Source: an optimization exercise on an open RTL-to-GDS flow (aim: small area and a short achievable clock period). Production flows keep margins and buffers that such runs may drop. The RTL was checked by simulation tests, not by an equivalence proof against the original design. Power figures rest on the tool's default switching activity, not on a simulated workload.

// lacc_slot
module lacc_slot (
    input  wire         clk,
    input  wire         rst,           
    input  wire         term_valid,
    input  wire [3:0]   term_fmt,      
    input  wire [335:0] term_data,
    input  wire [3:0]   term_flags,    
    input  wire         clr,
    input  wire         rd_valid,
    input  wire [2:0]   rd_dest,       
    input  wire [1:0]   rd_mode,       
    output reg          out_valid,
    output reg  [63:0]  out_data,
    output reg  [3:0]   out_flags      
);
    integer i, j, k;
    wire [335:0] d = term_data;
    wire f32 = term_fmt == 4'd0;
    wire fbf = term_fmt == 4'd1;
    wire f16 = term_fmt == 4'd2;
    wire f43 = term_fmt == 4'd3;
    wire f52 = term_fmt == 4'd4;
    wire fi8 = term_fmt == 4'd5;
    wire fi32 = term_fmt == 4'd6;
    wire fi64 = term_fmt == 4'd7;
    wire frw = term_fmt == 4'd8;
    wire is_fp  = f32 | fbf | f16 | f43 | f52;
    wire is_int = fi8 | fi32 | fi64;
    wire [7:0] be32 = d[30:23];
    wire [7:0] bebf = d[14:7];
    wire [4:0] be16 = d[14:10];
    wire [3:0] be43 = d[6:3];
    wire [4:0] be52 = d[6:2];
    function [4:0] add5;
        input [4:0] x;
        input [4:0] c;
  ...
Size in the first run: roughly 420 I/O pins, roughly 66000 um^2 of cells after synthesis.
Settings: LEC_CHECK=0, CAP_MARGIN=20, CORE_MARGIN=2, CORE_UTILIZATION=40, CTS_BUF_LIST=sky130_fd_sc_hd__clkbuf_8, PLACE_DENSITY=0.55, SLEW_MARGIN=20, SYNTH_HIERARCHICAL=1, TNS_END_PERCENT=30; clock period 17.5 ns.
standard.sh (not shown) runs the stock make flow with config.mk's settings and CLKGATE_MAP_FILE= SYNTH_SCRIPT=/design/flow/synth_recipe.tcl, a recipe that flattens the netlist after the stock synthesis.
==> flow/flow/run.sh <==
#!/bin/bash
# The standard layout (standard.sh) with two changes to how it is made:
# timing repair aims at a tighter setup-slack target, and the port buffers
# are plain buffers instead of delay cells. The clock period and all
# constraints are unchanged; every port still gets its buffer.
export SETUP_SLACK_MARGIN=11.8
export BUFFER_PORTS_ARGS="-buffer_cell sky130_fd_sc_hd__buf_1"
bash standard.sh > standard_run.log 2>&1
Next try:
==> flow/flow/run.sh (replaced) <==
#!/bin/bash
# The standard layout (standard.sh), with timing repair aimed at a
# tighter setup-slack target. The clock period and constraints are unchanged.
export SETUP_SLACK_MARGIN=11
bash standard.sh > standard_run.log 2>&1
Settings changed: CORE_UTILIZATION 40 to 45, CTS_BUF_LIST sky130_fd_sc_hd__clkbuf_8 to unset, PLACE_DENSITY 0.55 to 0.6.
After rerunning: The new run produced a clean layout; synthesized cell count stays the same; global-route usage grows by 5.0 points; setup slack got worse by 59 ps; total power went down by a few percent.
Next try:
==> flow/run.sh (new file) <==
#!/bin/bash
# synth_recipe.tcl (not shown) runs the flow's synth.tcl, then flattens the netlist and writes it again
# the make line also repeats each setting of config.mk as NAME=value (left out here)
make -C /OpenROAD-flow-scripts/flow DESIGN_CONFIG=/design/flow/config.mk WORK_HOME=/design/flow/orfs CLKGATE_MAP_FILE= SYNTH_SCRIPT=/design/flow/synth_recipe.tcl finish
Settings changed: CORE_UTILIZATION 45 to 35, PLACE_DENSITY 0.6 to 0.5, TNS_END_PERCENT 30 to unset.
removed: flow/flow/run.sh
removed: flow/standard.sh
Result: Power decreases by 6.0%; via count decreases by 5.1%; maximum frequency decreases by about 35%; sequential cell count is unchanged; area after synthesis does not change; routed wire length decreases by 1.9%; critical path depth increases by 6.
Next try:
==> flow/flow/run.sh (new file) <==
#!/bin/bash
# The standard layout (standard.sh) with two changes to how it is made:
# timing repair aims at a tighter setup-slack target, and the port buffers
# are plain buffers instead of delay cells. The clock period and all
# constraints are unchanged; every port still gets its buffer.
export SETUP_SLACK_MARGIN=11.8
export BUFFER_PORTS_ARGS="-buffer_cell sky130_fd_sc_hd__buf_1"
bash standard.sh > standard_run.log 2>&1
==> flow/standard.sh (new file) <==
#!/bin/bash
# synth_recipe.tcl (not shown) runs the flow's synth.tcl, then flattens the netlist and writes it again
# the make line also repeats each setting of config.mk as NAME=value (left out here)
make -C /OpenROAD-flow-scripts/flow DESIGN_CONFIG=/design/flow/config.mk WORK_HOME=/design/flow/orfs CLKGATE_MAP_FILE= SYNTH_SCRIPT=/design/flow/synth_recipe.tcl "${@:-finish}"
Settings changed: CORE_UTILIZATION 35 to 38, CTS_BUF_LIST set to sky130_fd_sc_hd__clkbuf_8, PLACE_DENSITY 0.5 to 0.55, TNS_END_PERCENT set to 10.
removed: flow/run.sh
Result: The new run completed without violations; cell area came out higher by about 3.5%; setup slack gets better by 3400 ps; non-clock buffer count came out higher by 286; power came out higher by 13%; die area came out lower by about 8%; clock skew came out lower by 28 ps; count of clock-buffer cells in the layout came out higher by 68; worst hold slack gets better by 6.1 ps; sequential share of layout area came out lower by 0.67 points; register-to-register slack gets better by 3400 ps; via count came out higher by 4.6%.

separate check: timing with driven ports:
Ports are ideal in the flow. The routed layouts listed here were re-timed in OpenROAD.
Step 1 assumes that a clkbuf_16 drives the clock port and a buf_2 every other input.
Step 2 adds t to the input delays and takes it off the output delays; t is the mean of the earliest and latest rising clock arrival at the registers after step 1. Input paths then give back, and output paths get back, about the clock's delay inside the block.
Slacks: ideal / step 1 / step 2; pairs: ideal / step 1.
run	t, ns	setup WS [ns]	worst setup path at the end
the first run	1.083	11.016 / 11.016 / 10.691	input to register
the second run	0.843	10.957 / 10.957 / 10.272	input to register
the third run	0.890	7.404 / 7.404 / 7.404	register to register
the fourth run	1.095	10.794 / 10.794 / 10.177	input to register
After both steps setup and hold are still met in every run listed. The setup slack of the second run, which loses most, moves by 0.000 ns with the drivers and by -0.685 ns with both steps.
